Background: an optimization exercise with open tools, aiming at small area, a short achievable clock period and few clock cycles. Do not read the settings as production practice. Function was checked by simulation only, so behaviour that the tests miss may differ from the original. Power and IR drop assume default switching activity.

rev 12:
## slv_mvblk
module slv_mvblk (
    input  wire        clk,
    input  wire        rst,
    input  wire        in_valid,
    output wire        in_ready,
    input  wire [31:0] in_data,
    output reg         out_valid,
    input  wire        out_ready,
    output reg  [31:0] out_data,
    output reg         out_sat,
    output reg         out_last
);
For scale: ~5900 cells after synthesis, about 1000 flip-flops, ~72 I/O pins.
export LEC_CHECK = 0
export CAP_MARGIN = 20
export CORE_MARGIN = 2
export CORE_UTILIZATION = 60
export SLEW_MARGIN = 20
create_clock -name core_clock -period 18.0 [get_ports {clk}]
standard.sh (not shown) runs the stock make flow with config.mk's settings and CLKGATE_MAP_FILE= SYNTH_SCRIPT=/design/flow/synth_recipe.tcl, a recipe that flattens the netlist after the stock synthesis.
==> flow/flow/run.sh <==
#!/bin/bash
# Standard layout (the standard.sh, unchanged synthesis), with changes only
# to how it is optimised:
#  - ports are buffered with buf_4 instead of the default delay-type buffer;
#  - repair_timing (after CTS and after global routing) aims for extra setup
#    margin and may change cell footprints, so the resizer also speeds up
#    paths that already meet the 18 ns clock.
# The clock period, the SDC and every other setting are the standard flow's.
set -euo pipefail
bash standard.sh "BUFFER_PORTS_ARGS=-buffer_cell sky130_fd_sc_hd__buf_4" \
    SETUP_SLACK_MARGIN=13.2 MATCH_CELL_FOOTPRINT=0 finish > standard_flow.log 2>&1
Testbench counts of rev 12, summed over its fixed seeds: cycles 52,498.
Relative to rev 12, the following input files were edited for rev 13:
diff --git a/flow/design.v b/flow/design.v
--- a/flow/design.v
+++ b/flow/design.v
@@ -26,23 +26,25 @@
     reg        t_hdr, t_x, t_a;
     reg        slow;             
     reg  [8:0] thi, ohi;         
     reg  [7:0] tlo;              
     reg  [5:0] kh;               
     reg  [6:0] shl;              
     reg        h_busy;
     reg  [5:0] hcnt;
     reg        acc_full;
-    wire       taken = out_valid && out_ready;
-    wire       hload = acc_full && !h_busy;
+    reg        ov_i;             
+    wire       xfer  = h_busy && (hcnt == 6'd0) && !ov_i;
+    wire       hload = acc_full && (!h_busy || xfer);
     wire [1:0] nrow_h = nrow - {1'b0, hload};
     wire       row_ok = (nrow == 2'd0) ||
-                        (nrow == 2'd1 && (hload || !h_busy || taken));
+                        (nrow == 2'd1 && (hload || !h_busy ||
+                                          (!ov_i && hcnt <= 6'd4)));
     wire [3:0] dlt_nt = dlt - 4'd1;
     wire [3:0] dlt_t  = is_x0 ? 4'd0 : dlt;
     wire [4:0] cd_nt  = (cd == 5'd0) ? 5'd0 : cd - 5'd1;
     wire [4:0] cd_t   = (is_a && slow) ? 5'd18 : cd_nt;
     function ok_word;
         input [8:0] w;
         input [3:0] dn;
         input [4:0] cn;
         input       rok;
@@ -2704,19 +2706,19 @@
     end
     reg [37:0] hv;
     reg        hr, hst, hsat, hlast;
     wire       a_ovf = (accc[81:68] != {14{accc[81]}});
     always @(posedge clk) begin
         if (rst) begin
             h_busy <= 1'b0;
         end else if (hload) begin
             h_busy <= 1'b1;
-        end else if (taken) begin
+        end else if (xfer) begin
             h_busy <= 1'b0;
         end
         if (hload) begin
             hv    <= a_ovf ? {accc[81], {37{~accc[81]}}} : accc[68:31];
             hr    <= accc[30];
             hst   <= (accc[29:0] != 30'd0);
             hcnt  <= kh_row;
             hsat  <= rsat | a_hi | a_lo;
             hlast <= afl;
@@ -2728,18 +2730,26 @@
         end
     end
     wire        hinc  = hr && (!hv[37] || hst);
     wire [38:0] hsum  = {hv[37], hv} + {38'd0, hinc};
     wire        y_pos = !hsum[38] && (hsum[37:31] != 7'd0);
     wire        y_neg = hsum[38] && !((hsum[37:31] == 7'h7F) && (hsum[30:0] != 31'd0));
     always @(posedge clk) begin
         if (rst)
             out_valid <= 1'b0;
-        else if (taken)
-            out_valid <= 1'b0;
-        else if (h_busy && hcnt == 6'd0)
+        else if (xfer)
             out_valid <= 1'b1;
-        out_data <= y_pos ? 32'h7FFF_FFFF : (y_neg ? 32'h8000_0001 : hsum[31:0]);
-        out_sat  <= hsat | y_pos | y_neg;
-        out_last <= hlast;
+        else if (out_ready)
+            out_valid <= 1'b0;
+        if (rst)
+            ov_i <= 1'b0;
+        else if (xfer)
+            ov_i <= 1'b1;
+        else if (out_ready)
+            ov_i <= 1'b0;
+        if (xfer) begin
+            out_data <= y_pos ? 32'h7FFF_FFFF : (y_neg ? 32'h8000_0001 : hsum[31:0]);
+            out_sat  <= hsat | y_pos | y_neg;
+            out_last <= hlast;
+        end
     end
 endmodule
[summary]
Rev 13 — overall track demand over capacity in global routing 0.29 points lower, rev 12 as reference
Starting utilization of the core area in rev 13 is 0.33 points higher than in rev 12
Compared with rev 12, rev 13 shows synthesized area that has gone up slightly.
[compare] base=rev 12 new=rev 13: worst hold slack moved up, multi-input logic area moved up.
First-pass iteration count of the detailed router ends up higher on rev 13.
Rev 13 and rev 12 all finish clean.
Power attributed to the clock group in rev 13 is about 2% above rev 12.
Higher instance area after placement was reported by rev 13, not rev 12.
Period utilization ended up 0.33 points higher on rev 13 than on rev 12.
Per the comparison of rev 13 with rev 12, count of clock-buffer cells in the layout fell 0.74%; number of buffers inserted during clock tree synthesis increased 1; maximum frequency moved down; wire length now sits higher.
Testbench counts of rev 13, summed over its fixed seeds: cycles 52,498.

[port drivers added, routing unchanged]
How much do the figures lean on ideal ports? The routed layouts below were timed once more, with nothing changed but the port constraints.
Step 1 assumes that a clkbuf_16 drives the clock port and a buf_2 every other input.
Step 2 times the ports against the registers' clock, not the clock port: input delays grow and output delays shrink by t, the midpoint of the rising clock arrivals with the driver on.
Slacks: no drivers / after step 1 / after step 2; pairs: no drivers / after step 1.
run	t (ns)	setup slack, ns	worst data-port slew with drivers (ns)
rev 12	0.794	13.205 / 13.126 / 12.926	0.03
rev 13	0.760	13.145 / 13.071 / 12.980	0.03
After both steps every run listed still meets setup and hold. For rev 12, which loses most, drivers alone change the setup slack by -0.079 ns; drivers and shift together by -0.279 ns.
